Source: an optimization exercise on an open RTL-to-GDS flow (aim: small area, a short achievable clock period and few clock cycles per item). Production flows keep margins and buffers that such runs may drop.
The RTL was checked by simulation tests, not by an equivalence proof against the original design.
Power figures rest on the tool's default switching activity, not on a simulated workload.

Design ras_strip_enc, start of the top module:
module ras_strip_enc #(
    parameter MAXW = 32                  
) (
    input  wire        clk,
    input  wire        rst,              
    input  wire        in_valid,
    output wire        in_ready,
    input  wire [15:0] in_data,          
    input  wire        in_sof,           
    input  wire        in_eof,           
    input  wire [4:0]  cfg_depth,        
    input  wire        cfg_mosaic,       
    input  wire [5:0]  cfg_width,        
    output wire        out_valid,
    input  wire        out_ready,
    output wire [7:0]  out_data,
    output wire        out_last          
);
Size in the first run: ~8000 cells after synthesis, about 45 I/O pins.
clock: 18.0 ns
lec_check: 0
cap_margin: 30
core_margin: 2
core_utilization: 40
cts_buf_list: sky130_fd_sc_hd__clkbuf_4 sky130_fd_sc_hd__clkbuf_8 sky130_fd_sc_hd__clkbuf_16
cts_cluster_diameter: 80
cts_cluster_size: 25
slew_margin: 40
standard.sh (not shown) runs the stock make flow with config.mk's settings and CLKGATE_MAP_FILE= SYNTH_SCRIPT=/design/flow/synth_recipe.tcl, a recipe that flattens the netlist after the stock synthesis.
==> flow/flow/run.sh <==
#!/bin/bash
# The standard layout (standard.sh: the standard flow's synthesis and ORFS flow, all
# steps), with one change to how it is made: the buffers that ORFS puts on
# every input and output port are buf_4 cells (BUFFER_PORTS_ARGS).
# Each step's output goes to a log file of its own in this folder.
set -euo pipefail
export BUFFER_PORTS_ARGS="-buffer_cell sky130_fd_sc_hd__buf_4"
bash standard.sh synth > synth.log 2>&1
bash standard.sh floorplan > floorplan.log 2>&1
bash standard.sh place > place.log 2>&1
bash standard.sh cts > cts.log 2>&1
bash standard.sh route > route.log 2>&1
bash standard.sh finish > finish.log 2>&1
Testbench counts at the start, summed over its fixed seeds: cycles 136,400, items 127,122.
Then changed:
--- a/flow/design.v
+++ b/flow/design.v
@@ -208,50 +208,50 @@
         end
     end
     reg         v3, eof3;
     reg [21:0]  a3;                      
     reg [5:0]   n3;
     reg         half3;                   
     reg [15:0]  m3;
     reg [5:0]   ctx3;
     reg [4:0]   depth3;
     wire [22:0] asum3   = {1'b0, a3} + {7'd0, m3};
     wire [21:0] anew3   = half3 ? asum3[22:1] : asum3[21:0];
     wire [5:0]  nnew3   = half3 ? 6'd32 : n3 + 6'd1;
-    wire        clr3    = adv && v2 && sof2;
-    wire [5:0]  nwr3    = nnew3 & {6{!clr3}};
+    wire        clr     = adv && v1 && sof1;
+    wire        wr3     = adv && v3 && !(v2 && sof2);
+    wire [21:0] awr3    = clr ? (22'd1 << (depth1 - 5'd6)) - 22'd1 : anew3;
+    wire [5:0]  nwr3    = clr ? 6'd1 : nnew3;
     wire        fwd2    = v3 && !sof2 && (ctx3 == ctx2);
-    wire        hit2    = (rdn2 != 6'd0) && !sof2;
-    wire [21:0] ainit2  = (22'd1 << (depth2 - 5'd6)) - 22'd1;
-    wire [21:0] ard2    = fwd2 ? anew3 : (hit2 ? rda2 : ainit2);
-    wire [5:0]  nrd2    = fwd2 ? nnew3 : (hit2 ? rdn2 : 6'd1);
+    wire [21:0] ard2    = fwd2 ? anew3 : rda2;
+    wire [5:0]  nrd2    = fwd2 ? nnew3 : rdn2;
     always @(posedge clk) begin
         if (rst)
             v3 <= 1'b0;
         else if (adv)
             v3 <= v2;
         if (adv) begin
             eof3   <= eof2;
             a3     <= ard2;
             n3     <= nrd2;
             half3  <= (nrd2 == 6'd63);
             m3     <= m2;
             ctx3   <= ctx2;
             depth3 <= depth2;
         end
-        if (adv && v3)
-            ctx_a[ctx3] <= anew3;
         for (i = 0; i < 64; i = i + 1)
-            if (clr3 || (adv && v3 && ctx3 == i))
+            if (clr || (wr3 && ctx3 == i)) begin
+                ctx_a[i] <= awr3;
                 ctx_n[i] <= nwr3;
+            end
     end
     reg  [15:0] t3;
     reg  [5:0]  lo3;
     always @(*) begin
         for (i = 0; i < 16; i = i + 1) begin
             lo3   = a3 >> i;
             t3[i] = (i < depth3) && ((a3 >> (i + 6)) != 0 || lo3 >= n3);
         end
     end
     wire [4:0]  k3;
     assign k3[4] = t3[15];
     assign k3[3] = t3[7] & ~t3[15];
After rerunning:
- worst setup slack gains 22 ps
- total power barely changes
- register-to-register slack loses 220 ps
- synthesized cell count decreases by 2.2%
- critical path depth is unchanged
- first-iteration DRC count decreases by 6.0%
- area after synthesis decreases by 1.1%
- utilization barely changes
- clock power decreases by about 4%
- global-route usage increases by 0.42 points
- combinational power decreases by about 3%
- hold slack loses 38 ps
Testbench counts after the change, summed over its fixed seeds: cycles 136,400, items 127,122.

-- re-timing with driven ports --
In the flow no input, the clock included, has a driving cell. The finished layouts below were timed again as built, in two steps. Step 1, drivers: a clkbuf_16 drives clk and a buf_2 each remaining input, both assumed. Step 2 moves the port delays by t, midway between the first and last clock arrival at a register: inputs arrive t later, outputs are due t later. That takes back most of the time a late clock gives input paths. a / b / c = no drivers / after step 1 / after step 2; a / b = the first two.
run | shift t [ns] | setup WS [ns] | worst register clock-pin slew, ns | worst slew at a driven data input, ns | pins driven straight from the clock port
the first run | 0.976 | 12.916 / 12.819 / 12.530 | 0.11 / 0.11 | 0.13 | 1
the second run | 0.971 | 12.938 / 12.840 / 12.703 | 0.10 / 0.10 | 0.11 | 1
After both steps every run listed still meets setup and hold. For the first run, which loses most, drivers alone change the setup slack by -0.097 ns; drivers and shift together by -0.386 ns.
